Source: an optimization exercise on an open RTL-to-GDS flow (aim: a short achievable clock period and few clock cycles). Production flows keep margins and buffers that such runs may drop.
Where RTL was checked, it was by simulation tests only, not by an equivalence proof against the original.
The RTL of run 3 was laid out without a check of its function.
No activity file was given, so power comes from the tool's default toggle rates.

==> flow/design.v <==
module weevil_core (
    input  wire        clk,
    input  wire        rst,
    input  wire [1:0]  core_id,
    output reg         mem_req,
    output reg         mem_we,
    output reg  [31:0] mem_addr,
    output reg  [3:0]  mem_be,
    output reg  [31:0] mem_wdata,
    input  wire        mem_ready,
    input  wire [31:0] mem_rdata,
    output reg         halted,
    output reg         fault
);
    localparam [3:0] XS_RUN = 4'd0, XS_MEM = 4'd1, XS_AMOR = 4'd2, XS_AMOC = 4'd3,
                     XS_AMOW = 4'd4, XS_MUL1 = 4'd5, XS_MUL2 = 4'd6, XS_DV1 = 4'd7,
                     XS_DV2 = 4'd8, XS_DVF = 4'd9, XS_STOP = 4'd10;
    localparam [7:0] C_ILLEGAL = 8'd1, C_MISALIGNED = 8'd2, C_TRAP = 8'd7, C_BREAK = 8'd8;
    reg [3:0]  xs;
    reg        cur_fetch;       
    reg [31:2] fpc;             
    reg [31:0] ir;
    reg        ir_v;
    reg [31:2] ir_pc;
    reg [3:0]  ra_idx, rb_idx, rc_idx;
    reg [31:0] rf [1:15];
    reg        st_ie, st_mode, st_exl, st_pie, st_pmode;
    reg        fl_v, fl_c, fl_z, fl_n;
    reg [31:0] cr_epc, cr_ecause, cr_eaddr, cr_vbase, cr_irq_mask, cr_scratch;
    wire [31:0] status = {fl_n, fl_z, fl_c, fl_v, 23'd0, st_pmode, st_pie, st_exl, st_mode, st_ie};
    wire [31:0] pc = {ir_pc, 2'b00};
    wire [1:0] fmt = ir[31:30];
    wire [5:0] r_fn    = ir[29:24];
    wire [3:0] r_rd    = ir[23:20];
    wire [3:0] r_rb    = ir[15:12];
    wire       r_s     = ir[11];
    wire [4:0] r_shamt = ir[10:6];
    wire [3:0]  i_fn  = ir[29:26];
    wire [3:0]  i_rd  = ir[25:22];
    wire [3:0]  i_ra  = ir[21:18];
    wire        i_s   = ir[17];
    wire [15:0] i_imm = ir[15:0];
    wire [2:0]  m_op    = ir[29:27];
    wire [1:0]  m_mode  = ir[26:25];
    wire [3:0]  m_rt    = ir[24:21];
    wire [3:0]  m_rb    = ir[20:17];
    wire [1:0]  m_scale = ir[12:11];
    wire [11:0] m_disp  = ir[11:0];
    wire [3:0] b_fn  = ir[29:26];
    wire [3:0] b_f1  = ir[25:22];
    wire [3:0] b_f2  = ir[21:18];
    wire [1:0] b_aop = ir[13:12];
    function [11:0] reg_idx(input [31:0] w);
        case (w[31:30])
            2'b00:   reg_idx = {w[19:16], w[15:12], 4'd0};
            2'b01:   reg_idx = {w[21:18], 4'd0, 4'd0};
            2'b10:   reg_idx = {w[20:17], w[16:13], w[24:21]};
            default: reg_idx = {w[21:18], w[17:14], w[25:22]};
        endcase
    endfunction
    wire [31:0] va = (ra_idx == 4'd0) ? 32'd0 : rf[ra_idx];
    wire [31:0] vb = (rb_idx == 4'd0) ? 32'd0 : rf[rb_idx];
    wire [31:0] vc = (rc_idx == 4'd0) ? 32'd0 : rf[rc_idx];
    wire [31:0] imm_sx = {{16{i_imm[15]}}, i_imm};
    wire [31:0] imm_zx = {16'd0, i_imm};
    reg  [31:0] add_a, add_b;
    reg         add_cin;
    wire [32:0] add_sum = {1'b0, add_a} + {1'b0, add_b} + {32'd0, add_cin};
    wire        add_v   = (add_a[31] == add_b[31]) && (add_sum[31] != add_a[31]);
    wire [4:0]  sh_amt = r_fn[2] ? r_shamt : vb[4:0];
    wire [32:0] sll_w  = {1'b0, va} << sh_amt;
    wire [32:0] srl_w  = {va, 1'b0} >> sh_amt;
    wire [32:0] sra_w  = $signed({va, 1'b0}) >>> sh_amt;
    wire [31:0] ror_r  = (va >> sh_amt) | (va << (6'd32 - {1'b0, sh_amt}));
    function [5:0] clz32(input [31:0] x);
        integer k;
        begin
            clz32 = 6'd32;
            for (k = 0; k < 32; k = k + 1)
                if (x[k]) clz32 = 6'd31 - k[5:0];
        end
    endfunction
    wire [5:0] clz = clz32(va);
    reg cond_ok;
    always @(*) begin
        case (b_f1)
            4'd0:  cond_ok = 1'b1;
            4'd1:  cond_ok = fl_z;
            4'd2:  cond_ok = !fl_z;
            4'd3:  cond_ok = fl_n;
            4'd4:  cond_ok = !fl_n;
            4'd5:  cond_ok = fl_v;
            4'd6:  cond_ok = !fl_v;
            4'd7:  cond_ok = fl_c;
            4'd8:  cond_ok = !fl_c;
            4'd9:  cond_ok = fl_c && !fl_z;
            4'd10: cond_ok = !fl_c || fl_z;
            4'd11: cond_ok = (fl_n == fl_v);
            4'd12: cond_ok = (fl_n != fl_v);
            4'd13: cond_ok = !fl_z && (fl_n == fl_v);
            4'd14: cond_ok = fl_z || (fl_n != fl_v);
            default: cond_ok = 1'b0;
        endcase
    end
    reg [31:0] m_size;
    always @(*) begin
        case (m_op)
            3'd0, 3'd1, 3'd5: m_size = 32'd1;
            3'd2, 3'd3, 3'd6: m_size = 32'd2;
            default:          m_size = 32'd4;
        endcase
    end
    reg [31:0] m_addr;
    always @(*) begin
        case (m_mode)
            2'b00: m_addr = va + {{20{m_disp[11]}}, m_disp};
            2'b01: m_addr = va;
            2'b10: m_addr = va - m_size;
            default: m_addr = va + (vb << m_scale);
        endcase
    end
    wire [31:0] m_base_new = (m_mode == 2'b01) ? va + m_size : va - m_size;
    reg        cr_known;
    reg [31:0] cr_rval;
    always @(*) begin
        cr_known = 1'b1;
        cr_rval  = 32'd0;
        if (i_imm[15:4] != 12'd0) cr_known = 1'b0;
        else case (i_imm[3:0])
            4'd0: cr_rval = status;
            4'd1: cr_rval = cr_epc;
            4'd2: cr_rval = cr_ecause;
            4'd3: cr_rval = cr_eaddr;
            4'd4: cr_rval = cr_vbase;
            4'd5: cr_rval = {30'd0, core_id};
            4'd6: cr_rval = 32'd0;
            4'd7: cr_rval = cr_irq_mask;
            4'd8: cr_rval = cr_scratch;
            default: cr_known = 1'b0;
        endcase
    end
    wire cr_task_ok = (i_imm == 16'd0) || (i_imm == 16'd5);
    wire [31:0] br_off = (b_fn == 4'd1) ? {{4{ir[25]}}, ir[25:0], 2'b00}
                                        : {{8{ir[21]}}, ir[21:0], 2'b00};
    wire [31:0] br_target = pc + br_off;
    wire [31:0] pc_plus4 = {ir_pc + 30'd1, 2'b00};
    reg        ex_illegal, ex_misal;
    reg [31:0] ex_misal_addr;
    reg        ex_trap, ex_brk;
    reg        wr_en;
    reg [3:0]  wr_idx;
    reg [31:0] wr_val;
    reg        fl_set_nz, fl_set_c, fl_set_v;
    reg        n_n, n_z, n_c, n_v;
    reg        jump;
    reg [31:0] jump_pc;
    reg        is_mem, is_load, is_amo, is_div, is_mul, is_wait, is_rfe, is_crw;
    reg [31:0] res;
    wire       div0 = (vb == 32'd0);
    always @(*) begin
        ex_illegal = 1'b0; ex_misal = 1'b0; ex_misal_addr = 32'd0;
        ex_trap = 1'b0; ex_brk = 1'b0;
        wr_en = 1'b0; wr_idx = 4'd0; wr_val = 32'd0;
        fl_set_nz = 1'b0; fl_set_c = 1'b0; fl_set_v = 1'b0;
        n_n = fl_n; n_z = fl_z; n_c = fl_c; n_v = fl_v;
        jump = 1'b0; jump_pc = br_target;
        is_mem = 1'b0; is_load = 1'b0; is_amo = 1'b0; is_div = 1'b0; is_mul = 1'b0;
        is_wait = 1'b0; is_rfe = 1'b0; is_crw = 1'b0;
        add_a = va; add_b = vb; add_cin = 1'b0;
        res = 32'd0;
        case (fmt)
        2'b00: begin
            wr_idx = r_rd;
            wr_en  = 1'b1;
            fl_set_nz = r_s;
            if (ir[5:0] != 6'd0) ex_illegal = 1'b1;
            if (r_shamt != 5'd0 && !(r_fn >= 6'h0C && r_fn <= 6'h0F)) ex_illegal = 1'b1;
            case (r_fn)
                6'h00, 6'h01, 6'h02, 6'h03, 6'h17: begin
                    add_b   = (r_fn == 6'h01 || r_fn == 6'h03 || r_fn == 6'h17) ? ~vb : vb;
                    add_cin = (r_fn == 6'h01 || r_fn == 6'h17) ? 1'b1 :
                              (r_fn == 6'h00) ? 1'b0 : fl_c;
                    res = add_sum[31:0];
                    fl_set_c = r_s; fl_set_v = r_s;
                    n_c = add_sum[32]; n_v = add_v;
                    if (r_fn == 6'h17) begin
                        wr_en = 1'b0;
                        fl_set_nz = 1'b1; fl_set_c = 1'b1; fl_set_v = 1'b1;
                        if (r_rd != 4'd0) ex_illegal = 1'b1;
                    end
                end
                6'h04: res = va & vb;
                6'h05: res = va | vb;
                6'h06: res = va ^ vb;
                6'h07: res = va & ~vb;
                6'h08, 6'h0C: begin res = sll_w[31:0]; n_c = sll_w[32]; end
                6'h09, 6'h0D: begin res = srl_w[32:1]; n_c = srl_w[0]; end
                6'h0A, 6'h0E: begin res = sra_w[32:1]; n_c = sra_w[0]; end
                6'h0B, 6'h0F: begin res = ror_r; n_c = ror_r[31]; end
                6'h10, 6'h11, 6'h12: begin
                    is_mul = 1'b1; wr_en = 1'b0; fl_set_nz = 1'b0;
                end
                6'h13, 6'h14, 6'h15, 6'h16: begin
                    if (div0) res = (r_fn == 6'h13 || r_fn == 6'h14) ? 32'hFFFF_FFFF : va;
                    else begin is_div = 1'b1; wr_en = 1'b0; fl_set_nz = 1'b0; end
                end
                6'h18: begin
                    res = va & vb; wr_en = 1'b0; fl_set_nz = 1'b1;
                    if (r_rd != 4'd0) ex_illegal = 1'b1;
                end
                6'h19: res = ($signed(va) < $signed(vb)) ? va : vb;
                6'h1A: res = ($signed(va) > $signed(vb)) ? va : vb;
                6'h1B: res = (va < vb) ? va : vb;
                6'h1C: res = (va > vb) ? va : vb;
                6'h1D: res = {26'd0, clz};
                6'h1E: res = {va[7:0], va[15:8], va[23:16], va[31:24]};
                6'h1F: res = {{24{va[7]}}, va[7:0]};
                6'h20: res = {{16{va[15]}}, va[15:0]};
                default: ex_illegal = 1'b1;
            endcase
            if (r_fn >= 6'h08 && r_fn <= 6'h0F) fl_set_c = r_s && (sh_amt != 5'd0);
            if (r_fn >= 6'h0C && r_fn <= 6'h0F && r_rb != 4'd0) ex_illegal = 1'b1;
            if (r_fn >= 6'h1D && r_fn <= 6'h20 && r_rb != 4'd0) ex_illegal = 1'b1;
            wr_val = res;
            n_n = res[31]; n_z = (res == 32'd0);
        end
        2'b01: begin
            wr_idx = i_rd;
            wr_en  = 1'b1;
            fl_set_nz = i_s;
            if (ir[16]) ex_illegal = 1'b1;
            case (i_fn)
                4'd0, 4'd4: begin
                    add_b = (i_fn == 4'd4) ? ~imm_sx : imm_sx;
                    add_cin = (i_fn == 4'd4);
                    res = add_sum[31:0];
                    fl_set_c = i_s; fl_set_v = i_s;
                    n_c = add_sum[32]; n_v = add_v;
                    if (i_fn == 4'd4) begin
                        wr_en = 1'b0;
                        fl_set_nz = 1'b1; fl_set_c = 1'b1; fl_set_v = 1'b1;
                        if (i_rd != 4'd0) ex_illegal = 1'b1;
                    end
                end
                4'd1: res = va & imm_zx;
                4'd2: res = va | imm_zx;
                4'd3: res = va ^ imm_zx;
                4'd5: begin
                    res = va & imm_zx; wr_en = 1'b0; fl_set_nz = 1'b1;
                    if (i_rd != 4'd0) ex_illegal = 1'b1;
                end
                4'd6: begin
                    res = {i_imm, 16'd0};
                    if (i_ra != 4'd0 || i_s) ex_illegal = 1'b1;
                end
                4'd7: begin
                    res = pc + {imm_sx[29:0], 2'b00};
                    if (i_ra != 4'd0 || i_s) ex_illegal = 1'b1;
                end
                default: ex_illegal = 1'b1;
            endcase
            wr_val = res;
            n_n = res[31]; n_z = (res == 32'd0);
        end
        2'b10: begin
            is_mem  = 1'b1;
            is_load = (m_op <= 3'd4);
            case (m_mode)
                2'b00: if (ir[16:12] != 5'd0) ex_illegal = 1'b1;
                2'b01, 2'b10: if (ir[16:0] != 17'd0 || m_rb == 4'd0 ||
                                  (is_load && m_rt == m_rb)) ex_illegal = 1'b1;
                default: if (ir[10:0] != 11'd0) ex_illegal = 1'b1;
            endcase
            if ((m_size == 32'd2 && m_addr[0]) || (m_size == 32'd4 && m_addr[1:0] != 2'b00)) begin
                ex_misal = 1'b1; ex_misal_addr = m_addr;
            end
            wr_en = (m_mode == 2'b01 || m_mode == 2'b10);
            wr_idx = m_rb; wr_val = m_base_new;
        end
        default: begin
            case (b_fn)
                4'd0: begin
                    if (b_f1 == 4'd15) ex_illegal = 1'b1;
                    else if (cond_ok) jump = 1'b1;
                end
                4'd1: begin
                    wr_en = 1'b1; wr_idx = 4'd14; wr_val = pc_plus4;
                    jump = 1'b1;
                end
                4'd2: begin
                    if (ir[17:0] != 18'd0) ex_illegal = 1'b1;
                    else if (va[1:0] != 2'b00) begin
                        ex_misal = 1'b1; ex_misal_addr = va;
                    end
                    wr_en = 1'b1; wr_idx = b_f1; wr_val = pc_plus4;
                    jump = 1'b1; jump_pc = va;
                end
                4'd3: begin
                    is_amo = 1'b1;
                    if (ir[11:0] != 12'd0) ex_illegal = 1'b1;
                    else if (va[1:0] != 2'b00) begin
                        ex_misal = 1'b1; ex_misal_addr = va;
                    end
                end
                4'd15: begin
                    if (ir[17:16] != 2'b00) ex_illegal = 1'b1;
                    case (b_f1)
                        4'd0: begin
                            if (b_f2 != 4'd0 || i_imm[15:8] != 8'd0) ex_illegal = 1'b1;
                            ex_trap = 1'b1;
                        end
                        4'd1: begin
                            if (b_f2 != 4'd0 || i_imm != 16'd0 || st_mode) ex_illegal = 1'b1;
                            is_rfe = 1'b1;
                            jump = 1'b1; jump_pc = cr_epc;
                        end
                        4'd2: begin
                            if (b_f2 != 4'd0 || i_imm != 16'd0) ex_illegal = 1'b1;
                            is_wait = 1'b1;
                        end
                        4'd3: begin
                            if (b_f2 != 4'd0 || i_imm != 16'd0) ex_illegal = 1'b1;
                        end
                        4'd4: begin
                            if (!cr_known || (st_mode && !cr_task_ok)) ex_illegal = 1'b1;
                            wr_en = 1'b1; wr_idx = b_f2; wr_val = cr_rval;
                        end
                        4'd5: begin
                            if (!cr_known || (st_mode && !cr_task_ok)) ex_illegal = 1'b1;
                            is_crw = 1'b1;
                        end
                        4'd6: begin
                            if (b_f2 != 4'd0 || i_imm != 16'd0) ex_illegal = 1'b1;
                            ex_brk = 1'b1;
                        end
                        default: ex_illegal = 1'b1;
                    endcase
                end
                default: ex_illegal = 1'b1;
            endcase
        end
        endcase
    end
    wire        ex_any = ex_illegal | ex_misal | ex_trap | ex_brk;
    reg  [3:0]  ex_cause;
    reg  [7:0]  ex_info;
    reg  [31:0] ex_epc, ex_eaddr;
    always @(*) begin
        ex_info = 8'd0; ex_epc = pc; ex_eaddr = 32'd0;
        if (ex_illegal)    ex_cause = C_ILLEGAL[3:0];
        else if (ex_misal) begin ex_cause = C_MISALIGNED[3:0]; ex_eaddr = ex_misal_addr; end
        else if (ex_trap)  begin ex_cause = C_TRAP[3:0]; ex_info = i_imm[7:0]; ex_epc = pc_plus4; end
        else               ex_cause = C_BREAK[3:0];
    end
    wire [31:0] ex_vector = {cr_vbase[31:8], ex_cause, 4'd0};
    reg [2:0]  ld_op;
    reg [1:0]  ld_lo;
    reg [3:0]  ld_rt;
    reg        ld_is;
    reg [1:0]  amo_op;
    reg [3:0]  amo_rd;
    reg [31:0] amo_data, amo_cmp, amo_old;
    reg [32:0] mul_a, mul_b;
    reg [49:0] mul_p0, mul_p1;
    reg        mul_hi;
    reg [3:0]  mul_rd;
    reg        mul_s;
    wire [65:0] mul_p = {{16{mul_p0[49]}}, mul_p0} + {mul_p1, 16'd0};
    wire [31:0] mul_res = mul_hi ? mul_p[63:32] : mul_p[31:0];
    reg [31:0] dv_rem, dv_d, dv_q;
    reg [4:0]  dv_cnt;
    reg        dv_negq, dv_negr, dv_isq;
    reg [3:0]  dv_rd;
    reg        dv_s;
    wire [5:0] dv_clza = clz32(dv_rem);
    wire [5:0] dv_clzb = clz32(dv_d);
    wire [6:0] dv_k    = {1'b0, dv_clzb} - {1'b0, dv_clza};
    wire [32:0] dv_diff = {1'b0, dv_rem} - {1'b0, dv_d};
    wire [31:0] dv_qf  = dv_negq ? -dv_q : dv_q;
    wire [31:0] dv_rf  = dv_negr ? -dv_rem : dv_rem;
    wire [31:0] dv_res = dv_isq ? dv_qf : dv_rf;
    wire [31:0] ld_w = mem_rdata >> {ld_lo, 3'b000};
    wire [7:0]  ld_b = ld_w[7:0];
    wire [15:0] ld_h = ld_lo[1] ? mem_rdata[31:16] : mem_rdata[15:0];
    reg  [31:0] ld_val;
    always @(*) begin
        case (ld_op)
            3'd0: ld_val = {{24{ld_b[7]}}, ld_b};
            3'd1: ld_val = {24'd0, ld_b};
            3'd2: ld_val = {{16{ld_h[15]}}, ld_h};
            3'd3: ld_val = {16'd0, ld_h};
            default: ld_val = mem_rdata;
        endcase
    end
    wire x_exec   = (xs == XS_RUN) && ir_v;
    wire x_fault  = x_exec && ex_any && st_exl;
    wire x_exc    = x_exec && ex_any && !st_exl;
    wire x_ok     = x_exec && !ex_any;
    wire x_redir  = x_exc || (x_ok && jump);
    wire [31:0] x_target = x_exc ? ex_vector : jump_pc;
    wire f_ok     = cur_fetch && mem_ready;
    wire amo_cas_fail = (amo_op == 2'd3) && (mem_rdata != amo_cmp);
    reg [3:0] xs_n;
    always @(*) begin
        xs_n = xs;
        case (xs)
            XS_RUN: if (x_fault) xs_n = XS_STOP;
                    else if (x_ok) begin
                        if (is_mem)       xs_n = XS_MEM;
                        else if (is_amo)  xs_n = XS_AMOR;
                        else if (is_mul)  xs_n = XS_MUL1;
                        else if (is_div)  xs_n = XS_DV1;
                        else if (is_wait) xs_n = XS_STOP;
                    end
            XS_MEM:  if (mem_ready) xs_n = XS_RUN;
            XS_AMOR: if (mem_ready) xs_n = (amo_op == 2'd1) ? XS_AMOC :
                                           amo_cas_fail ? XS_RUN : XS_AMOW;
            XS_AMOC: xs_n = XS_AMOW;
            XS_AMOW: if (mem_ready) xs_n = XS_RUN;
            XS_MUL1: xs_n = XS_MUL2;
            XS_MUL2: xs_n = XS_RUN;
            XS_DV1:  xs_n = dv_k[6] ? XS_DVF : XS_DV2;
            XS_DV2:  if (dv_cnt == 5'd0) xs_n = XS_DVF;
            XS_DVF:  xs_n = XS_RUN;
            default: xs_n = XS_STOP;
        endcase
    end
    wire        ir_v_n = x_redir ? 1'b0 : f_ok ? 1'b1 : x_exec ? 1'b0 : ir_v;
    wire [31:2] fpc_n  = x_redir ? x_target[31:2] : f_ok ? fpc + 30'd1 : fpc;
    wire        fetch_n = (xs_n == XS_RUN) || (!ir_v_n && (xs_n == XS_MUL1 || xs_n == XS_MUL2 ||
                           xs_n == XS_DV1 || xs_n == XS_DV2 || xs_n == XS_DVF));
    reg        rf_we;
    reg [3:0]  rf_wa;
    reg [31:0] rf_wd;
    always @(*) begin
        rf_we = 1'b0; rf_wa = wr_idx; rf_wd = wr_val;
        case (xs)
            XS_RUN:  rf_we = x_ok && wr_en;
            XS_MEM:  begin rf_we = mem_ready && ld_is; rf_wa = ld_rt; rf_wd = ld_val; end
            XS_AMOR: begin rf_we = mem_ready; rf_wa = amo_rd; rf_wd = mem_rdata; end
            XS_MUL2: begin rf_we = 1'b1; rf_wa = mul_rd; rf_wd = mul_res; end
            XS_DVF:  begin rf_we = 1'b1; rf_wa = dv_rd; rf_wd = dv_res; end
            default: ;
        endcase
    end
    integer i;
    always @(posedge clk) begin
        if (rst) begin
            xs <= XS_RUN;
            cur_fetch <= 1'b1;
            fpc <= 30'd0;
            ir_v <= 1'b0;
            mem_req <= 1'b1; mem_we <= 1'b0; mem_addr <= 32'd0; mem_be <= 4'b1111;
            halted <= 1'b0; fault <= 1'b0;
            for (i = 1; i < 16; i = i + 1) rf[i] <= 32'd0;
            st_ie <= 1'b0; st_mode <= 1'b0; st_exl <= 1'b0; st_pie <= 1'b0; st_pmode <= 1'b0;
            fl_n <= 1'b0; fl_z <= 1'b0; fl_c <= 1'b0; fl_v <= 1'b0;
            cr_epc <= 32'd0; cr_ecause <= 32'd0; cr_eaddr <= 32'd0; cr_vbase <= 32'd0;
            cr_irq_mask <= 32'd0; cr_scratch <= 32'd0;
        end else begin
            xs   <= xs_n;
            ir_v <= ir_v_n;
            fpc  <= fpc_n;
            if (f_ok) begin
                ir <= mem_rdata;
                ir_pc <= mem_addr[31:2];
                {ra_idx, rb_idx, rc_idx} <= reg_idx(mem_rdata);
            end
            if (rf_we && rf_wa != 4'd0) rf[rf_wa] <= rf_wd;
            if (x_exc) begin
                cr_epc    <= ex_epc;
                cr_ecause <= {16'd0, ex_info, 4'd0, ex_cause};
                cr_eaddr  <= ex_eaddr;
                st_pie <= st_ie; st_pmode <= st_mode;
                st_ie <= 1'b0; st_mode <= 1'b0; st_exl <= 1'b1;
            end
            if (x_fault) fault <= 1'b1;
            if (x_ok) begin
                if (is_wait) halted <= 1'b1;
                if (fl_set_nz) begin fl_n <= n_n; fl_z <= n_z; end
                if (fl_set_c) fl_c <= n_c;
                if (fl_set_v) fl_v <= n_v;
                if (is_rfe) begin
                    st_ie <= st_pie; st_mode <= st_pmode; st_exl <= 1'b0;
                end
                if (is_crw) begin
                    case (i_imm[3:0])
                        4'd0: begin
                            {fl_n, fl_z, fl_c, fl_v} <= va[31:28];
                            {st_pmode, st_pie, st_exl, st_mode, st_ie} <= va[4:0];
                        end
                        4'd1: cr_epc <= va;
                        4'd4: cr_vbase <= {va[31:8], 8'd0};
                        4'd7: cr_irq_mask <= va;
                        4'd8: cr_scratch <= va;
                        default: ;
                    endcase
                end
            end
            if (xs == XS_RUN) begin
                ld_op <= m_op; ld_lo <= m_addr[1:0]; ld_rt <= m_rt; ld_is <= is_load;
                amo_op <= b_aop; amo_rd <= b_f1; amo_data <= vb; amo_cmp <= vc;
                mul_a <= {(r_fn == 6'h12) & va[31], va};
                mul_b <= {(r_fn == 6'h12) & vb[31], vb};
                mul_hi <= (r_fn != 6'h10); mul_rd <= r_rd; mul_s <= r_s;
                dv_negq <= (r_fn == 6'h14) && (va[31] ^ vb[31]);
                dv_negr <= (r_fn == 6'h16) && va[31];
                dv_isq  <= (r_fn == 6'h13 || r_fn == 6'h14);
                dv_rem  <= ((r_fn == 6'h14 || r_fn == 6'h16) && va[31]) ? -va : va;
                dv_d    <= ((r_fn == 6'h14 || r_fn == 6'h16) && vb[31]) ? -vb : vb;
                dv_rd <= r_rd; dv_s <= r_s;
            end
            if (xs == XS_MUL1) begin
                mul_p0 <= $signed(mul_a) * $signed({1'b0, mul_b[15:0]});
                mul_p1 <= $signed(mul_a) * $signed(mul_b[32:16]);
            end
            if (xs == XS_MUL2 && mul_s) begin
                fl_n <= mul_res[31]; fl_z <= (mul_res == 32'd0);
            end
            if (xs == XS_DV1) begin
                dv_q <= 32'd0;
                dv_d <= dv_d << dv_k[4:0];
                dv_cnt <= dv_k[4:0];
            end
            if (xs == XS_DV2) begin
                if (!dv_diff[32]) begin
                    dv_rem <= dv_diff[31:0];
                    dv_q <= {dv_q[30:0], 1'b1};
                end else
                    dv_q <= {dv_q[30:0], 1'b0};
                dv_d <= dv_d >> 1;
                dv_cnt <= dv_cnt - 5'd1;
            end
            if (xs == XS_DVF && dv_s) begin
                fl_n <= dv_res[31]; fl_z <= (dv_res == 32'd0);
            end
            if (xs == XS_AMOR && mem_ready) amo_old <= mem_rdata;
            cur_fetch <= 1'b0;
            mem_req <= 1'b0;
            if (xs_n == XS_STOP) begin
                mem_req <= 1'b0;
            end else if (xs == XS_RUN && (xs_n == XS_MEM || xs_n == XS_AMOR)) begin
                mem_req  <= 1'b1;
                mem_addr <= {(is_amo ? va[31:2] : m_addr[31:2]), 2'b00};
                mem_we   <= is_mem && !is_load;
                mem_be   <= 4'b1111;
                mem_wdata <= vc;
                if (is_mem && !is_load) case (m_op)
                    3'd5: begin mem_be <= 4'b0001 << m_addr[1:0]; mem_wdata <= {4{vc[7:0]}}; end
                    3'd6: begin mem_be <= m_addr[1] ? 4'b1100 : 4'b0011; mem_wdata <= {2{vc[15:0]}}; end
                    default: ;
                endcase
            end else if ((xs == XS_MEM || xs == XS_AMOR || xs == XS_AMOW) && !mem_ready) begin
                mem_req <= 1'b1;        
            end else if (xs == XS_AMOR && (xs_n == XS_AMOW)) begin
                mem_req <= 1'b1; mem_we <= 1'b1;
                mem_wdata <= (amo_op == 2'd2) ? (mem_rdata | amo_data) : amo_data;
            end else if (xs == XS_AMOC) begin
                mem_req <= 1'b1; mem_we <= 1'b1;
                mem_wdata <= amo_old + amo_data;
            end else if (fetch_n) begin
                mem_req <= 1'b1; cur_fetch <= 1'b1; mem_we <= 1'b0; mem_be <= 4'b1111;
                mem_addr <= {fpc_n, 2'b00};
            end
        end
    end
endmodule
==> flow/run.sh <==
#!/bin/bash
# synth_recipe.tcl (not shown) runs the flow's synth.tcl, then flattens the netlist and writes it again
# the make line also repeats each setting of config.mk as NAME=value (left out here)
make -C /OpenROAD-flow-scripts/flow DESIGN_CONFIG=/design/flow/config.mk WORK_HOME=/design/flow/orfs CLKGATE_MAP_FILE= SYNTH_SCRIPT=/design/flow/synth_recipe.tcl finish
==> flow/config.mk <==
export PLATFORM = sky130hd
export DESIGN_NAME = weevil_core
export DESIGN_NICKNAME = weevil_core
export VERILOG_FILES = /design/flow/design.v
export SDC_FILE = /design/flow/constraint.sdc
export NUM_CORES = 4
export LEC_CHECK = 0
export CAP_MARGIN = 30
export CELL_PAD_IN_SITES_DETAIL_PLACEMENT = 1
export CORE_MARGIN = 2
export CORE_UTILIZATION = 22
export PLACE_DENSITY = 0.35
export SLEW_MARGIN = 30
==> flow/constraint.sdc <==
create_clock -name core_clock -period 20.0 [get_ports {clk}]
set_input_delay 4.0000 -clock core_clock [delete_from_list [all_inputs] [get_ports {clk}]]
set_output_delay 4.0000 -clock core_clock [all_outputs]
set_load 0.01 [all_outputs]
==> impl_metrics.json, run 1 <==
{
  "cts_resized": 0,
  "place_congestion": 1.09,
  "area_growth_syn_to_layout_pct": 14.1,
  "cts_buffers": 169,
  "die_height_um": 782,
  "required_ps": 20730,
  "synth_cell_types": 112,
  "rows": 285,
  "endpoint_kind": "register",
  "rsz0062_at_grt": "no",
  "postRouteAntennaNets": 0,
  "synth_seq_cells": 1225,
  "synth-async-reset-ratio_pct": 0,
  "path_delay_family": "compound AO/OA/AOI/OAI gates",
  "crit_top_cell": "buf_4",
  "clock_path_buffers": 4,
  "root_buffer": "clkbuf_16",
  "setup_tns_ps": 0,
  "start_util_pct": 22.1,
  "dr.pass1.iters": 10,
  "postCtsSetupBuffers": 0,
  "path_class": "register to register",
  "leakagePower_nw": 58.2,
  "synthesis.area_um2": 133000,
  "synth_cells": 14600,
  "antenna_found_initial": 134,
  "max_slew_margin_pct": 17.6,
  "wl_per_cell_um": 38.5,
  "p_per_area_nw_per_um2": 241,
  "cts_tree": "yes",
  "clock_latency_ps": 1030,
  "path_clk_slew_ps": 60,
  "max_stage_delay_ps": 1020,
  "cp_max_fo": 70,
  "initialDrtViolationCount": 15300,
  "io_buffers": 106,
  "drt_wl_total_um": 877000,
  "outcome": "no timing/DRC/antenna violations",
  "min_period_ps": 10840,
  "final_hold_viol_count": 0,
  "arrival_ps": 11570,
  "synth_edf_count": 966,
  "grtUsageTotal_pct": 27.8,
  "worst_slack_ps": 9160,
  "max_cap_viol_count": 0,
  "period_share_pct": 54.2,
  "dieWidth_um": 782,
  "drive_gt1_share_pct": 11.5,
  "crit_buf_inv": 7,
  "synth.largest_area_cell": "edfxtp_1",
  "grt_pass1_wl_um": 1170000,
  "grt_max_degree": 116,
  "cts_hold_buf": 0,
  "fill_cells": 69900,
  "worst_pin_slew_ps": 1230,
  "synth_top_area_share_pct": 21.8,
  "drc": 0,
  "cts.sinks": 1225,
  "seq_area_um2": 34200,
  "multi_input_area_um2": 91100,
  "grt_pass1_vias": 125000,
  "dp_hpwl_um": 658000,
  "h-tree-depth": 4,
  "avgSynthCellArea_um2": 9.14,
  "fin_nets": 16100,
  "pre_cts_slack_ps": 9750,
  "avgViaCountPerCell": 5.55,
  "core_um2": 603000,
  "ys_warn_count": 1,
  "finalMaxSlewViolations": 0,
  "io_pins": 109,
  "timing.fmax_mhz": 92.2,
  "crit_chain": "buf_12 -> nor2_1 -> a222oi_1 -> nand2b_1 -> buf_4 -> clkinv_1 -> buf_4 -> ha_1 -> o21ai_0 -> a21boi_0 -> o41ai_2 -> nand2_1 -> o2bb2ai_1 -> nor3_2 -> buf_4 -> o22ai_1 -> a2111oi_0 -> o221ai_1 -> a21oi_1 -> a211oi_1 -> o31ai_4 -> buf_6 -> buf_6 -> nor2_1",
  "start_kind": "register",
  "vias": 126000,
  "synth_area_leaders": "edfxtp_1 (22%), fa_1 (16%), mux4_2 (7.4%), ha_1 (5.4%), nand2_1 (5.1%)",
  "grt_overflow": 0,
  "hp-class": "register to register",
  "seq_area_frac_synth_pct": 25.7,
  "setup_viol": 0,
  "ir_worst_vdd_v": 0.000433,
  "synth_flop_cell": "edfxtp_1",
  "cp_slowest_cell": "a2111oi_0",
  "dieArea_um2": 612000,
  "finClkSkew_ps": 150
}
[cells in the mapped netlist (all sizes together) (38+ instances only)]
cell	number
nor4	83
o21bai	43
mux2	70
inv	1304
nand2b	122
a222oi	69
nor2	1311
o22ai	130
o21ai	602
o221ai	115
o211ai	113
dfxtp	259
o21a	54
a211oi	209
a221oi	91
or3	63
or2	38
mux4	440
and3	124
ha	575
a21o	100
mux2i	342
o31ai	68
nand2	1814
xor2	176
edfxtp	966
xnor2	410
nand4	74
nor2b	83
buf	254
a22oi	171
fa	1035
and2	524
nor3	253
a21oi	846
a31oi	110
nand3	242
clkbuf	776
[area by class of cell]
| cell class | instances | share of cell area (%) |
|---|---|---|
| Inverter | 1323 | 3.27 |
| Sequential cell | 1225 | 22.5 |
| Clock buffer | 224 | 2.98 |
| Timing Repair Buffer | 744 | 3.97 |
| Clock inverter | 79 | 0.552 |
| Tap cell | 8036 | 6.62 |
| Multi-Input combinational cell | 11000 | 60.0 |
| Antenna cell | 80 | 0.132 |
[cells by family after synthesis]
family,share of synthesized area (%)
simple gates,16.6
compound gates,15.4
buf+inv,6.90
fa+ha+maj,21.0
flops,25.7
mux,10.6
xor+xnor,3.85
other cells,0.00282
[registers in the layout (all words and copies together) (netlist names), 33 cells and up, named ones only]
signal,count
mul_p1,48
mul_p0,50
mul_a,33
rf,512
[final timing paths]
kind | from | end | slack [ps] | cells past startpoint
worst max-delay path | register | rf[4][30]$_SDFFCE_PN0P_ | 9160 | 24
worst min-delay path | mem_addr[13]$_SDFFE_PP0P_ | ir_pc[13]$_DFFE_PP_ | 400 | 0
worst max register to register | register | rf[4][30]$_SDFFCE_PN0P_ | 9160 | 24
worst min register to register | mem_addr[13]$_SDFFE_PP0P_ | ir_pc[13]$_DFFE_PP_ | 400 | 0
[cell usage in the layout, fill, tap and decap left out, types with 70 or more instances in the layout]
cell type        count
edfxtp_1           966
nand2_1           1786
a221oi_1            90
inv_1             1289
nand3_1            237
o211ai_1           111
fa_1              1034
mux4_2             440
ha_1               572
dfxtp_1            247
xnor2_1            400
o21ai_0            552
a21o_1              99
a31oi_1            108
nand4_1             74
clkbuf_16          172
clkdlybuf4s50_1    105
nor3_1             230
nand2b_1           118
o221ai_1           109
xor2_1             173
o22ai_1            121
a22oi_1            169
mux2_2              70
a21oi_1            840
a211oi_1           196
diode_2             80
mux2i_1            339
nor2_1            1291
buf_4              614
nor2b_1             78
and3_1             123
and2_1             520
[metal layers]
metal	global-route usage, %	up-vias	wire [um]
met1	37.9	67300	380000
met4	14.7	38	55200
met3	5.38	1550	67700
met2	41.5	6095	373000
li1	-	51300	-
met5	0.0235	-	274
[stage by stage]
step                util (%)  total power, mW  instance area [um2]  hold WS, ps  instances
global placement        24.2             33.3               146000          438      22300
floorplan                  -             21.8               133000          424      14600
finish                  25.2             36.6               152000          399      22700
global route            25.2             39.7               152000          430      22700
CTS                     25.2             36.8               152000          409      22700
detailed placement      24.3             33.2               146000          443      22400
[power breakdown]
| part | switching [mW] | internal, mW | leakage (nW) |
|---|---|---|---|
| Sequential | 0.218 | 4.06 | 11.7 |
| Clock | 1.37 | 1.76 | 2.60 |
| Combinational | 19.0 | 10.1 | 43.9 |
Testbench counts, summed over its fixed seeds: cycles 165,799.
==> run 2, diff against run 1 <==
--- a/flow/config.mk
+++ b/flow/config.mk
@@ -5,9 +5,11 @@
 export SDC_FILE = /design/flow/constraint.sdc
 export NUM_CORES = 4
 export LEC_CHECK = 0
+export ABC_CLOCK_PERIOD_IN_PS = 5000
 export CAP_MARGIN = 30
 export CELL_PAD_IN_SITES_DETAIL_PLACEMENT = 1
 export CORE_MARGIN = 2
 export CORE_UTILIZATION = 22
 export PLACE_DENSITY = 0.35
-export SLEW_MARGIN = 30
+export SETUP_SLACK_MARGIN = 5
+export SLEW_MARGIN = 60
==> run 2 against run 1 <==
Net effect: still clean on timing, DRC and antenna; die area is the same; register-to-register slack gained 1400 ps; power grew 2.5%; non-clock buffer count grew 137; via count grew 0.69%; first-iteration DRC count shrank 2.6%; worst setup slack gained 1400 ps; critical path depth shrank 2; wire length shrank 0.16%; synthesized area is the same; clock skew grew 5.7 ps; clock power grew 4%.
==> impl_metrics.json, run 2 <==
{
  "outcome": "no timing/DRC/antenna violations",
  "min_period_ps": 9440,
  "root_buffer": "clkbuf_16",
  "wl_per_cell_um": 38.2,
  "fin_area_um2": 157000,
  "grtUsageTotal_pct": 27.8,
  "p_clk_share_pct": 8.6,
  "synth-async-reset-ratio_pct": 0,
  "synthMuxAreaShare_pct": 10.6,
  "path_class": "register to register",
  "worst_slack_ps": 10560,
  "synthesis.area_um2": 133000,
  "synth_area_leaders": "edfxtp_1 (22%), fa_1 (16%), mux4_2 (7.4%), ha_1 (5.4%), nand2_1 (5.1%)",
  "yosysMostFrequentCell": "nand2_1",
  "crit_chain": "buf_6 -> clkbuf_8 -> mux4_2 -> a22oi_1 -> nand2_1 -> nand2_1 -> buf_4 -> ha_1 -> nor4_2 -> nand4_1 -> inv_1 -> o41a_1 -> nor3_1 -> o21bai_1 -> a21boi_1 -> nand3_1 -> o21ai_0 -> a31o_1 -> o21ai_0 -> a221oi_2 -> nand2b_2 -> nor2_1",
  "synth_cell_types": 112,
  "seqPwrFrac_pct": 11.4,
  "worst_pin_slew_ps": 744,
  "cts_resized": 0,
  "io_buffers": 106,
  "crit_buf_inv": 4,
  "leakagePower_nw": 60.0,
  "fin_nets": 16300,
  "rows": 285,
  "finalNonFillerCells": 22900,
  "io_pins": 109,
  "die_height_um": 782,
  "cts.sinks": 1225,
  "yosys-top-cells-count": "nand2_1 (1813), nor2_1 (1311), inv_1 (1297), fa_1 (1035), edfxtp_1 (966)",
  "synth-simple-area-share_pct": 16.6,
  "synth_top_area_share_pct": 21.8,
  "synthXorXnorAreaFrac_pct": 3.85,
  "core_um2": 603000,
  "synth_compound_area_share_pct": 15.4,
  "place_area_um2": 150000,
  "path_clk_slew_ps": 60,
  "power_frac_comb_pct": 80.0,
  "start_kind": "register",
  "h-tree-depth": 4,
  "ys_warn_count": 1,
  "avgSynthCellArea_um2": 9.14,
  "final_hold_viol_count": 0,
  "cp_slowest_cell": "nand2b_2",
  "largest_register": "rf",
  "synth_flop_cell": "edfxtp_1",
  "vias": 127000,
  "synth_cells": 14600,
  "synth.largest_area_cell": "edfxtp_1",
  "synth_seq_cells": 1225,
  "grt_pass1_wl_um": 1170000,
  "dr.pass1.iters": 7,
  "grt_overflow": 0,
  "max_cap_viol_count": 0,
  "avgViaCountPerCell": 5.55,
  "drc": 0,
  "p_int_mw": 16.5,
  "drive_gt1_share_pct": 15.1,
  "postCtsSetupBuffers": 0,
  "synthAdderAreaFrac_pct": 21.0,
  "pre_cts_slack_ps": 10810,
  "dieArea_um2": 612000,
  "clock_latency_ps": 1000,
  "max_stage_delay_ps": 620,
  "clock_path_buffers": 4,
  "period_share_pct": 47.2,
  "setup_tns_ps": 0,
  "synth_edf_count": 966,
  "finalMaxSlewViolations": 0,
  "required_ps": 20670,
  "dp_cells": 22500,
  "ir_worst_vdd_v": 0.000507,
  "grt_max_degree": 74,
  "setup_viol": 0,
  "postRouteAntennaNets": 0,
  "reg_top3": "rf (512), mul_p0 (50), mul_p1 (48)",
  "start_util_pct": 22.1,
  "dieWidth_um": 782,
  "finClkSkew_ps": 156,
  "arrival_ps": 10110,
  "area_growth_syn_to_layout_pct": 17.9,
  "hp-class": "register to register",
  "seq_area_frac_synth_pct": 25.7,
  "synth_top_family_by_area": "adder cells",
  "cp_max_fo": 35,
  "layout_commonest_cell": "nand2_1",
  "drt_wl_total_um": 875000,
  "netSwitchingFraction_pct": 55.9,
  "largest_reg_flops": 512,
  "p_per_area_nw_per_um2": 239,
  "cts_hold_buf": 0,
  "final_cell_mix": "nand2_1 (1764), inv_1 (1273), nor2_1 (1258)",
  "finalHoldWorstSlack_ps": 427,
  "fill_cells": 69400,
  "p_switching_mw": 20.9,
  "path_delay_family": "compound AO/OA/AOI/OAI gates",
  "endpoint_kind": "register",
  "cts_buffers": 171,
  "max_slew_margin_pct": 50.4,
  "grt_pass1_vias": 125000,
  "place_congestion": 1.09,
  "antenna_found_initial": 142,
  "rsz0062_at_grt": "no",
  "initialDrtViolationCount": 14900,
  "cts_tree": "yes",
  "timing.fmax_mhz": 106,
  "dp_hpwl_um": 662000
}
-- run 2: cell count changes in the layout (fill, tap and decap cells not counted), moves of 26 or more --
cell     before   now
mux2i_1     339   306
buf_6         8   118
xnor2_1     400   352
nor2_1     1291  1258
mux2i_2       3    29
xnor2_2       9    56
buf_8         4    40
buf_4       614   520
o21ai_0     552   494
a21oi_1     840   814
buf_2         3    37
-- run 2: area by class of cell --
type	instances	area, um2	area share (%)
timing repair buffer	881	8280	5.27
tap	8036	10100	6.40
sequential	1225	34200	21.8
inverter	1323	4990	3.18
antenna	78	195	0.124
multi-input combinational	11000	93700	59.6
clock buffer	210	4510	2.87
clock inverter	101	1120	0.713
-- run 2: stage by stage --
stage | util (%) | total power, mW
after floorplan | - | 21.8
after global placement | 24.2 | 33.3
after detailed placement | 25.0 | 33.9
after CTS | 25.9 | 37.5
after global routing | 26.0 | 40.7
final | 26.1 | 37.5
-- run 2: worst paths after layout --
kind                                                to  cells after the start  slack [ps]                      start
worst max-delay path            rf[2][4]$_SDFFCE_PN0P_                     22       10560                   register
worst min-delay path               ir_pc[13]$_DFFE_PP_                      0         430  mem_addr[13]$_SDFFE_PP0P_
worst max register to register  rf[2][4]$_SDFFCE_PN0P_                     22       10560                   register
worst min register to register     ir_pc[13]$_DFFE_PP_                      0         430  mem_addr[13]$_SDFFE_PP0P_
-- run 2: metal layers --
| layer | track usage (%) | share of wire, % |
|---|---|---|
| met1 | 37.7 | 43 |
| met2 | 41.4 | 43 |
| met3 | 5.72 | 8.0 |
| met4 | 15.0 | 6.3 |
| met5 | 0.196 | 0.048 |
-- run 2: logic make-up after synthesis --
group,after synthesis
other cells,1
fa+ha+maj,1610
mux,852
xor+xnor,586
buf+inv,2353
simple gates,4841
flops,1225
compound gates,3109
-- run 2: power by group through the flow --
| stage | Sequential [mW] | Clock (mW) | Combinational, mW |
|---|---|---|---|
| 2_1_floorplan | 4.20 | 0 | 17.6 |
| 3_3_place_gp | 4.33 | 0 | 29.0 |
| 3_5_place_dp | 4.31 | 0 | 29.6 |
| 4_1_cts | 4.25 | 3.30 | 30.0 |
| 5_1_grt | 4.27 | 3.37 | 33.0 |
| 6_report | 4.26 | 3.24 | 30.0 |
-- run 2: worst reg2reg max path, cell delays in order (launching register included) --
cell and delay (ps):
dfxtp_4 550, buf_6 460, clkbuf_8 560, mux4_2 600
a22oi_1 240, nand2_1 330, nand2_1 190, buf_4 380
ha_1 390, nor4_2 470, nand4_1 510, inv_1 290
o41a_1 410, nor3_1 130, o21bai_1 310, a21boi_1 550
nand3_1 490, o21ai_0 410, a31o_1 330, o21ai_0 170
a221oi_2 610, nand2b_2 630, nor2_1 160
==> run 3, diff against run 2 <==
--- a/flow/design.v
+++ b/flow/design.v
@@ -14,7 +14,8 @@
 );
     localparam [3:0] XS_RUN = 4'd0, XS_MEM = 4'd1, XS_AMOR = 4'd2, XS_AMOC = 4'd3,
                      XS_AMOW = 4'd4, XS_MUL1 = 4'd5, XS_MUL2 = 4'd6, XS_DV1 = 4'd7,
-                     XS_DV2 = 4'd8, XS_DVF = 4'd9, XS_STOP = 4'd10;
+                     XS_DV2 = 4'd8, XS_DVF = 4'd9, XS_STOP = 4'd10, XS_MUL3 = 4'd11,
+                     XS_DV0 = 4'd12;
     localparam [7:0] C_ILLEGAL = 8'd1, C_MISALIGNED = 8'd2, C_TRAP = 8'd7, C_BREAK = 8'd8;
     reg [3:0]  xs;
     reg        cur_fetch;       
@@ -22,7 +23,7 @@
     reg [31:0] ir;
     reg        ir_v;
     reg [31:2] ir_pc;
-    reg [3:0]  ra_idx, rb_idx, rc_idx;
+    reg [15:1] ra_oh, rb_oh, rc_oh;    
     reg [31:0] rf [1:15];
     reg        st_ie, st_mode, st_exl, st_pie, st_pmode;
     reg        fl_v, fl_c, fl_z, fl_n;
@@ -58,9 +59,20 @@
             default: reg_idx = {w[21:18], w[17:14], w[25:22]};
         endcase
     endfunction
-    wire [31:0] va = (ra_idx == 4'd0) ? 32'd0 : rf[ra_idx];
-    wire [31:0] vb = (rb_idx == 4'd0) ? 32'd0 : rf[rb_idx];
-    wire [31:0] vc = (rc_idx == 4'd0) ? 32'd0 : rf[rc_idx];
+    function [15:1] onehot(input [3:0] x);
+        integer k;
+        for (k = 1; k < 16; k = k + 1) onehot[k] = (x == k[3:0]);
+    endfunction
+    reg [31:0] va, vb, vc;
+    integer rk;
+    always @(*) begin
+        va = 32'd0; vb = 32'd0; vc = 32'd0;
+        for (rk = 1; rk < 16; rk = rk + 1) begin
+            va = va | ({32{ra_oh[rk]}} & rf[rk]);
+            vb = vb | ({32{rb_oh[rk]}} & rf[rk]);
+            vc = vc | ({32{rc_oh[rk]}} & rf[rk]);
+        end
+    end
     wire [31:0] imm_sx = {{16{i_imm[15]}}, i_imm};
     wire [31:0] imm_zx = {16'd0, i_imm};
     reg  [31:0] add_a, add_b;
@@ -361,6 +373,7 @@
     reg [3:0]  amo_rd;
     reg [31:0] amo_data, amo_cmp, amo_old;
     reg [32:0] mul_a, mul_b;
+    reg [41:0] mul_q0, mul_q1, mul_q2, mul_q3;
     reg [49:0] mul_p0, mul_p1;
     reg        mul_hi;
     reg [3:0]  mul_rd;
@@ -369,7 +382,7 @@
     wire [31:0] mul_res = mul_hi ? mul_p[63:32] : mul_p[31:0];
     reg [31:0] dv_rem, dv_d, dv_q;
     reg [4:0]  dv_cnt;
-    reg        dv_negq, dv_negr, dv_isq;
+    reg        dv_negq, dv_negr, dv_isq, dv_sa, dv_sb;
     reg [3:0]  dv_rd;
     reg        dv_s;
     wire [5:0] dv_clza = clz32(dv_rem);
@@ -409,16 +422,17 @@
                         if (is_mem)       xs_n = XS_MEM;
                         else if (is_amo)  xs_n = XS_AMOR;
                         else if (is_mul)  xs_n = XS_MUL1;
-                        else if (is_div)  xs_n = XS_DV1;
+                        else if (is_div)  xs_n = XS_DV0;
                         else if (is_wait) xs_n = XS_STOP;
                     end
             XS_MEM:  if (mem_ready) xs_n = XS_RUN;
-            XS_AMOR: if (mem_ready) xs_n = (amo_op == 2'd1) ? XS_AMOC :
-                                           amo_cas_fail ? XS_RUN : XS_AMOW;
+            XS_AMOR: if (mem_ready) xs_n = (amo_op == 2'd1) ? XS_AMOC : XS_AMOW;
             XS_AMOC: xs_n = XS_AMOW;
-            XS_AMOW: if (mem_ready) xs_n = XS_RUN;
+            XS_AMOW: if (mem_ready || !mem_req) xs_n = XS_RUN;
             XS_MUL1: xs_n = XS_MUL2;
-            XS_MUL2: xs_n = XS_RUN;
+            XS_MUL2: xs_n = XS_MUL3;
+            XS_MUL3: xs_n = XS_RUN;
+            XS_DV0:  xs_n = XS_DV1;
             XS_DV1:  xs_n = dv_k[6] ? XS_DVF : XS_DV2;
             XS_DV2:  if (dv_cnt == 5'd0) xs_n = XS_DVF;
             XS_DVF:  xs_n = XS_RUN;
@@ -427,7 +441,7 @@
     end
     wire        ir_v_n = x_redir ? 1'b0 : f_ok ? 1'b1 : x_exec ? 1'b0 : ir_v;
     wire [31:2] fpc_n  = x_redir ? x_target[31:2] : f_ok ? fpc + 30'd1 : fpc;
-    wire        fetch_n = (xs_n == XS_RUN) || (!ir_v_n && (xs_n == XS_MUL1 || xs_n == XS_MUL2 ||
+    wire        fetch_n = (xs_n == XS_RUN) || (!ir_v_n && (xs_n == XS_MUL1 || xs_n == XS_MUL2 || xs_n == XS_MUL3 || xs_n == XS_DV0 ||
                            xs_n == XS_DV1 || xs_n == XS_DV2 || xs_n == XS_DVF));
     reg        rf_we;
     reg [3:0]  rf_wa;
@@ -438,7 +452,7 @@
             XS_RUN:  rf_we = x_ok && wr_en;
             XS_MEM:  begin rf_we = mem_ready && ld_is; rf_wa = ld_rt; rf_wd = ld_val; end
             XS_AMOR: begin rf_we = mem_ready; rf_wa = amo_rd; rf_wd = mem_rdata; end
-            XS_MUL2: begin rf_we = 1'b1; rf_wa = mul_rd; rf_wd = mul_res; end
+            XS_MUL3: begin rf_we = 1'b1; rf_wa = mul_rd; rf_wd = mul_res; end
             XS_DVF:  begin rf_we = 1'b1; rf_wa = dv_rd; rf_wd = dv_res; end
             default: ;
         endcase
@@ -464,7 +478,9 @@
             if (f_ok) begin
                 ir <= mem_rdata;
                 ir_pc <= mem_addr[31:2];
-                {ra_idx, rb_idx, rc_idx} <= reg_idx(mem_rdata);
+                ra_oh <= onehot(reg_idx(mem_rdata) >> 8);
+                rb_oh <= onehot(reg_idx(mem_rdata) >> 4);
+                rc_oh <= onehot(reg_idx(mem_rdata));
             end
             if (rf_we && rf_wa != 4'd0) rf[rf_wa] <= rf_wd;
             if (x_exc) begin
@@ -506,17 +522,29 @@
                 dv_negq <= (r_fn == 6'h14) && (va[31] ^ vb[31]);
                 dv_negr <= (r_fn == 6'h16) && va[31];
                 dv_isq  <= (r_fn == 6'h13 || r_fn == 6'h14);
-                dv_rem  <= ((r_fn == 6'h14 || r_fn == 6'h16) && va[31]) ? -va : va;
-                dv_d    <= ((r_fn == 6'h14 || r_fn == 6'h16) && vb[31]) ? -vb : vb;
+                dv_sa   <= (r_fn == 6'h14 || r_fn == 6'h16) && va[31];
+                dv_sb   <= (r_fn == 6'h14 || r_fn == 6'h16) && vb[31];
+                dv_rem  <= va;
+                dv_d    <= vb;
                 dv_rd <= r_rd; dv_s <= r_s;
             end
             if (xs == XS_MUL1) begin
-                mul_p0 <= $signed(mul_a) * $signed({1'b0, mul_b[15:0]});
-                mul_p1 <= $signed(mul_a) * $signed(mul_b[32:16]);
+                mul_q0 <= $signed(mul_a) * $signed({1'b0, mul_b[7:0]});
+                mul_q1 <= $signed(mul_a) * $signed({1'b0, mul_b[15:8]});
+                mul_q2 <= $signed(mul_a) * $signed({1'b0, mul_b[23:16]});
+                mul_q3 <= $signed(mul_a) * $signed(mul_b[32:24]);
+            end
+            if (xs == XS_MUL2) begin
+                mul_p0 <= {{8{mul_q0[41]}}, mul_q0} + {mul_q1, 8'd0};
+                mul_p1 <= {{8{mul_q2[41]}}, mul_q2} + {mul_q3, 8'd0};
             end
-            if (xs == XS_MUL2 && mul_s) begin
+            if (xs == XS_MUL3 && mul_s) begin
                 fl_n <= mul_res[31]; fl_z <= (mul_res == 32'd0);
             end
+            if (xs == XS_DV0) begin
+                dv_rem <= dv_sa ? -dv_rem : dv_rem;
+                dv_d   <= dv_sb ? -dv_d : dv_d;
+            end
             if (xs == XS_DV1) begin
                 dv_q <= 32'd0;
                 dv_d <= dv_d << dv_k[4:0];
@@ -550,10 +578,10 @@
                     3'd6: begin mem_be <= m_addr[1] ? 4'b1100 : 4'b0011; mem_wdata <= {2{vc[15:0]}}; end
                     default: ;
                 endcase
-            end else if ((xs == XS_MEM || xs == XS_AMOR || xs == XS_AMOW) && !mem_ready) begin
+            end else if ((xs == XS_MEM || xs == XS_AMOR || xs == XS_AMOW) && xs_n == xs) begin
                 mem_req <= 1'b1;        
             end else if (xs == XS_AMOR && (xs_n == XS_AMOW)) begin
-                mem_req <= 1'b1; mem_we <= 1'b1;
+                mem_req <= !amo_cas_fail; mem_we <= 1'b1;
                 mem_wdata <= (amo_op == 2'd2) ? (mem_rdata | amo_data) : amo_data;
             end else if (xs == XS_AMOC) begin
                 mem_req <= 1'b1; mem_we <= 1'b1;
==> flow/flow/run.sh (new file) <==
#!/bin/bash
# Standard ORFS layout (the standard.sh, standard synthesis unchanged), with
# repair_timing asked for extra setup margin so that the resizer keeps
# optimising paths well below the 20 ns constraint. Clock, I/O delays and loads
# are the design's constraint.sdc as given.
set -euo pipefail
MARGIN=$(cat flow/margin.txt)
sed "s/\"\${@:-finish}\"/SETUP_SLACK_MARGIN=${MARGIN} \"\${@:-finish}\"/" standard.sh > tuned_standard.sh
grep -q "SETUP_SLACK_MARGIN=${MARGIN}" tuned_standard.sh
bash tuned_standard.sh finish > orfs_make.log 2>&1
==> flow/flow/margin.txt (new file) <==
13
==> flow/standard.sh (new file) <==
#!/bin/bash
# synth_recipe.tcl (not shown) runs the flow's synth.tcl, then flattens the netlist and writes it again
# the make line also repeats each setting of config.mk as NAME=value (left out here)
make -C /OpenROAD-flow-scripts/flow DESIGN_CONFIG=/design/flow/config.mk WORK_HOME=/design/flow/orfs CLKGATE_MAP_FILE= SYNTH_SCRIPT=/design/flow/synth_recipe.tcl "${@:-finish}"
--- a/flow/config.mk
+++ b/flow/config.mk
@@ -11,5 +11,4 @@
 export CORE_MARGIN = 2
 export CORE_UTILIZATION = 22
 export PLACE_DENSITY = 0.35
-export SETUP_SLACK_MARGIN = 5
 export SLEW_MARGIN = 60
removed: flow/run.sh
==> run 3 against run 2 <==
Net effect: register-to-register slack gained 2300 ps; synthesized cell count grew 5.9%; synthesized area grew 1.9%; global-route usage shrank 0.67 points; final cell count grew 4.4%; wire length grew 0.53%; power shrank 46%; highest routed layer unchanged.
==> impl_metrics.json, run 3 <==
{
  "grt_pass1_vias": 132000,
  "endpoint": "fl_z$_SDFFE_PP0P_",
  "yosys-top-cells-count": "nand2_1 (1578), nor2_1 (1517), inv_1 (1245), edfxtp_1 (1135), a21oi_1 (905)",
  "reg2reg_depth": 20,
  "grt_pass1_wl_um": 1180000,
  "path_class": "register to register",
  "finalNonFillerCells": 23900,
  "dp_hpwl_um": 639000,
  "pre_cts_slack_ps": 11430,
  "vias": 134000,
  "synth-async-reset-ratio_pct": 0,
  "area_growth_syn_to_layout_pct": 19.5,
  "finalMaxSlewViolations": 0,
  "h-tree-depth": 4,
  "cts.sinks": 1382,
  "synth_compound_area_share_pct": 19.5,
  "rows": 288,
  "met2_usage_pct": 40.8,
  "endpoint_kind": "register",
  "yosysMostFrequentCell": "nand2_1",
  "synthXorXnorAreaFrac_pct": 4.29,
  "fill_cells": 70900,
  "start_kind": "register",
  "grt_overflow": 0,
  "postRouteAntennaNets": 0,
  "min_period_ps": 7190,
  "synth_top_area_share_pct": 25.1,
  "synth_edf_count": 1135,
  "cts_tree": "yes",
  "synth_area_leaders": "edfxtp_1 (25%), fa_1 (13%), ha_1 (6.9%), nand2_1 (4.4%), nor2_1 (4.2%)",
  "max_cap_viol_count": 0,
  "cts_buffers": 196,
  "cts_hold_buf": 0,
  "largest_register": "rf",
  "grt_max_degree": 102,
  "synth_flop_cell": "edfxtp_1",
  "synthMuxAreaShare_pct": 3.46,
  "clock_latency_ps": 1040,
  "rsz0062_at_grt": "yes",
  "synth_cell_types": 113,
  "finClkSkew_ps": 160,
  "path_clk_slew_ps": 80,
  "dieWidth_um": 789,
  "required_ps": 20890,
  "period_share_pct": 35.9,
  "cp_max_fo": 32,
  "initialDrtViolationCount": 16800,
  "setup_viol": 0,
  "grtUsageTotal_pct": 27.1,
  "die_height_um": 789,
  "start_util_pct": 22.1,
  "layout_commonest_cell": "nand2_1",
  "place_congestion": 1.06,
  "dieArea_um2": 623000,
  "fin_nets": 17200,
  "dp_cells": 23400,
  "p_per_area_nw_per_um2": 126,
  "dr.pass1.iters": 8,
  "ys_warn_count": 1,
  "root_buffer": "clkbuf_16",
  "core_um2": 615000,
  "outcome": "no timing/DRC/antenna violations",
  "drc": 0,
  "avgSynthCellArea_um2": 8.79,
  "r2r-end": "fl_z$_SDFFE_PP0P_",
  "max_slew_margin_pct": 48.2,
  "io_pins": 109,
  "synth.largest_area_cell": "edfxtp_1",
  "synthAdderAreaFrac_pct": 19.6,
  "hp-class": "register to register",
  "use_met1_pct": 35.3,
  "ir_worst_vdd_v": 0.000149,
  "clock_path_buffers": 4,
  "avgViaCountPerCell": 5.59,
  "timing.critical_path.from": "rb_oh[13]$_DFFE_PP_",
  "drive_gt1_share_pct": 13.2,
  "antenna_found_initial": 111,
  "synth_top_family_by_area": "adder cells",
  "wl_per_cell_um": 36.8,
  "worst_pin_slew_ps": 777,
  "reg_top3": "rf (480), mul_p0 (50), mul_p1 (48)",
  "arrival_ps": 8080,
  "largest_reg_flops": 480,
  "drt_wl_total_um": 880000,
  "met3_usage_pct": 6.74,
  "io_buffers": 106,
  "power_mw": 20.4,
  "final_hold_viol_count": 0,
  "synth_seq_cells": 1382,
  "r2r-start": "rb_oh[13]$_DFFE_PP_",
  "worst_slack_ps": 12810,
  "seq_area_frac_synth_pct": 28.8,
  "synth-simple-area-share_pct": 17.8,
  "synthesis.area_um2": 136000,
  "final_cell_mix": "nand2_1 (1526), nor2_1 (1458), inv_1 (1207)",
  "setup_tns_ps": 0,
  "leakagePower_nw": 62.7,
  "reg2reg_slack_ps": 12810,
  "synth_cells": 15400,
  "timing.fmax_mhz": 139,
  "busiest_layer": "met2"
}
run 3: cell count changes after synthesis, moves of 172 or more:
cell / delta
a22oi_1: +498
mux4_2: -390
nand2_1: -235
nor2_1: +206
fa_1: -180
ha_1: +178
and2_1: +172
run 3: layer usage:
| layer | wire length (um) | share of wire, % |
|---|---|---|
| met1 | 364000 | 41 |
| met2 | 374000 | 42 |
| met3 | 80500 | 9.1 |
| met4 | 61800 | 7.0 |
| met5 | 138 | 0.016 |
run 3: what timing repair did:
item	CTS	global route
cloned	5	5
setup buffers	44	61
endpoints found under the setup margin	1179	542
gates resized for setup	150	212
pin swaps	42	115
run 3: how the worst min path moves through the flow:
| stage | cells after the start | slack, ps | to | from |
|---|---|---|---|---|
| floorplan | 0 | 400 | mul_p0[0]$_DFFE_PP_ | mul_q0[0]$_DFFE_PP_ |
| global placement | 0 | 400 | mul_p0[2]$_DFFE_PP_ | mul_q0[2]$_DFFE_PP_ |
| detailed placement | 0 | 410 | mul_p0[5]$_DFFE_PP_ | mul_q0[5]$_DFFE_PP_ |
| CTS | 0 | 420 | mul_p0[6]$_DFFE_PP_ | mul_q0[6]$_DFFE_PP_ |
| global route | 0 | 430 | mul_p0[5]$_DFFE_PP_ | mul_q0[5]$_DFFE_PP_ |
| finish | 0 | 400 | mul_p0[6]$_DFFE_PP_ | mul_q0[6]$_DFFE_PP_ |
run 3: cell type report:
type | instances | area, um2 | area share (%)
antenna | 59 | 148 | 0.0910
clock buffer | 233 | 5190 | 3.20
clock inverter | 127 | 1150 | 0.708
inverter | 1264 | 4780 | 2.95
multi-input combinational | 11700 | 92000 | 56.7
sequential | 1382 | 39000 | 24.1
tap | 8120 | 10200 | 6.26
timing repair buffer | 1002 | 9720 | 5.99
run 3: cells by family after synthesis:
kind of cell | count (synthesis)
xor+xnor | 664
fa+ha+maj | 1608
other cells | 1
compound gates | 3889
buf+inv | 2338
flops | 1382
simple gates | 5153
mux | 401
run 3: critical path, stage by stage (launching register included):
cell and delay, ps:
edfxtp_1 340, buf_4 350, buf_6 390, a22oi_1 130, nand4_1 110, buf_4 160
buf_4 140, o31a_2 130, buf_4 470, buf_4 590, mux2i_1 610, mux2_2 300
a2bb2oi_1 470, a21boi_0 560, o32ai_1 210, nor3_2 620, nand3_1 200, or4b_4 610
nor4_4 370, a21oi_1 110, nand3_1 110
run 3: power breakdown:
group | switching [mW] | internal, mW | leakage [nW] | total [mW]
Combinational | 7.69 | 5.14 | 46.8 | 12.8
Clock | 1.61 | 2.04 | 3.10 | 3.65
Sequential | 0.134 | 3.80 | 12.8 | 3.93
run 3: per-stage QoR:
step           hold WS [ps]  area [um2]  util, %
4_1_cts                 416      160000     26.0
3_3_place_gp            402      148000     24.1
2_1_floorplan           400      136000        -
5_1_grt                 426      162000     26.4
6_report                404      162000     26.4
3_5_place_dp            409      152000     24.8

separate check: timing with driven ports:
The flow's constraints put no driver on any port. The routed layouts listed below were extracted and timed again, unchanged, in two steps.
Step 1 assumes that a clkbuf_16 drives the clock port and a buf_2 every other input.
Step 2 adds t to the input delays and takes it off the output delays; t is the mean of the earliest and latest rising clock arrival at the registers after step 1. Input paths then give back, and output paths get back, about the clock's delay inside the block.
Three values: ideal, step 1, step 2; two values: the first two.
run | shift t [ns] | setup WS [ns] | cell pins on the clock port's net
run 1 | 1.055 | 9.159 / 9.159 / 9.159 | 1
run 2 | 1.048 | 10.558 / 10.558 / 10.558 | 1
run 3 | 1.083 | 12.813 / 12.813 / 12.259 | 1
After both steps setup and hold are still met in every run listed. For run 3, which loses most, drivers alone change the setup slack by 0.000 ns; drivers and shift together by -0.554 ns.
